Context: an optimization exercise on an open-source flow, tuned for small area. The choices shown serve that exercise and are no tape-out recipe.

==> flow/design.v (excerpt) <==
module loop_engine (
    input  wire        clk,
    input  wire        rst_n,
    input  wire        cfg_we,
    input  wire [5:0]  cfg_addr,
    input  wire [15:0] cfg_wdata,
    input  wire        start,
    input  wire [19:0] vref,
    input  wire [19:0] vctl,
    input  wire [15:0] vin_sample,
    input  wire [15:0] ff_pred,
    input  wire [3:0]  n_active,
    input  wire        mem_dom,
    output wire        done,
    output wire [15:0] u_q,
    output wire [14:0] ipk,
    output wire [11:0] duty,
    output wire        sat_hi,
    output wire        sat_lo
);
Settings: LEC_CHECK=0, ABC_AREA=1, CAP_MARGIN=20, CORE_MARGIN=2, CORE_UTILIZATION=60, CTS_BUF_LIST=sky130_fd_sc_hd__clkbuf_8, CTS_CLUSTER_DIAMETER=60, CTS_CLUSTER_SIZE=16, SLEW_MARGIN=20; clock period 50.0 ns.
standard.sh (not shown) runs the stock make flow with config.mk's settings and CLKGATE_MAP_FILE= SYNTH_SCRIPT=/design/flow/synth_recipe.tcl, a recipe that flattens the netlist after the stock synthesis.
==> flow/flow/run.sh <==
#!/bin/bash
# The standard layout (the standard.sh: standard synthesis, floorplan,
# placement, CTS, routing), with one change: the buffers that placement puts
# on every input and output port are the smallest buffer cell, buf_1,
# instead of the cell buffer_ports picks by default.
set -o pipefail
export BUFFER_PORTS_ARGS="-buffer_cell sky130_fd_sc_hd__buf_1"
bash standard.sh > standard.log 2>&1
Rerun with:
--- a/flow/design.v
+++ b/flow/design.v
@@ -79,21 +79,21 @@
                                     (gi < 8) ? 16'h0800 : (gi < 16) ? 16'h0C00 : 16'h1000;
             localparam [15:0] POL = (gi % 2) ? 16'hFFFF : 16'h0000;
             reg  [15:0] v;
             wire        ld = !rst_n || (kwe && kwp == gi);
             always @(posedge clk)
                 v <= ld ? ((rst_n ? cfg_wdata : DEF) ^ POL) : ~kq[(gi + 31) % 32];
             assign kq[gi] = v;
         end
     endgenerate
-    reg  [4:0]  kidx_r;
+    wire [4:0]  kidx;          
     wire [4:0]  krp;
-    le_add #(5) u_krp (.a(kidx_r), .b(kt), .ci(1'b0), .s(krp), .co());
+    le_add #(5) u_krp (.a(kidx), .b(kt), .ci(1'b0), .s(krp), .co());
     wire        kmatch = (krp[1:0] == 2'd0);
     wire [15:0] ktap = ({16{krp[4:2] == 3'd0}} & kq[0])
                      | ({16{krp[4:2] == 3'd1}} & kq[4])
                      | ({16{krp[4:2] == 3'd2}} & kq[8])
                      | ({16{krp[4:2] == 3'd3}} & kq[12])
                      | ({16{krp[4:2] == 3'd4}} & kq[16])
                      | ({16{krp[4:2] == 3'd5}} & kq[20])
                      | ({16{krp[4:2] == 3'd6}} & kq[24])
                      | ({16{krp[4:2] == 3'd7}} & kq[28]);
@@ -120,24 +120,23 @@
     wire [20:0] vdiff;
     le_add #(21) u_vdiff (.a({1'b0, vref}), .b(~{1'b0, vctl}), .ci(1'b1), .s(vdiff), .co());
     wire [15:0] e_n = (!vdiff[20] && (vdiff[19:15] != 5'd0))  ? 16'h7FFF :
                       ( vdiff[20] && (vdiff[19:15] != 5'h1F)) ? 16'h8000 : vdiff[15:0];
     reg  [15:0] e_r;
     reg  [15:0] ep;       
     reg  [15:0] ffp_r;
     reg  [3:0]  n_r;
     reg         mem_r;
-    wire [5:0]  eneg  = {1'b0, ~e_n[14:10]} + {5'd0, (e_n[9:0] == 10'd0)};
-    wire [4:0]  kidx_n = !e_n[15] ? e_n[14:10] : (eneg[5] ? 5'd31 : eneg[4:0]);
+    wire [5:0]  eneg  = {1'b0, ~e_r[14:10]} + {5'd0, (e_r[9:0] == 10'd0)};
+    assign kidx = !e_r[15] ? e_r[14:10] : (eneg[5] ? 5'd31 : eneg[4:0]);
     always @(posedge clk) begin
         if (start) begin
             e_r    <= e_n;
-            kidx_r <= kidx_n;
             ffp_r  <= ff_pred;
             n_r    <= n_active;
             mem_r  <= mem_dom;
         end
     end
     wire [16:0] z;
 wire zh_1 = ~(vin_nom[0] ^ ~vin_sample[0]);
 wire zh_2 = vin_nom[0] | ~vin_sample[0];
 wire zh_3 = vin_nom[1] ^ ~vin_sample[1] ^ zh_2;
What happened:
- The new run went through all stages and came out clean
- die area barely changes
- wire length grows by about 1.7%
- sequential share of layout area came out lower by 0.26 points
- via count grows by 1.3%
Function was not checked in any run of this note: the RTL went through the layout flow alone.

re-timing with driven ports:
No port has a modelled driver above. Below, the same layouts with a new extraction and two added sets of constraints.
Step 1 (the two cells are an assumption about what drives the block):
set clk [get_ports {clk}]
set_driving_cell -lib_cell sky130_fd_sc_hd__clkbuf_16 $clk
set_driving_cell -lib_cell sky130_fd_sc_hd__buf_2 [delete_from_list [all_inputs] $clk]
Step 2 adds t to the input delays and takes it off the output delays; t is the mean of the earliest and latest rising clock arrival at the registers after step 1. Input paths then give back, and output paths get back, about the clock's delay inside the block.
Slacks: ideal ports / drivers / drivers and shift; pairs: ideal ports / drivers.
| run | shift t [ns] | slack for setup (ns) | worst register clock-pin slew, ns |
|---|---|---|---|
| the first run | 0.756 | 13.505 / 13.505 / 13.505 | 0.11 / 0.11 |
| the second run | 0.791 | 12.979 / 12.979 / 12.979 | 0.11 / 0.11 |
After both steps setup and hold are still met in every run listed.
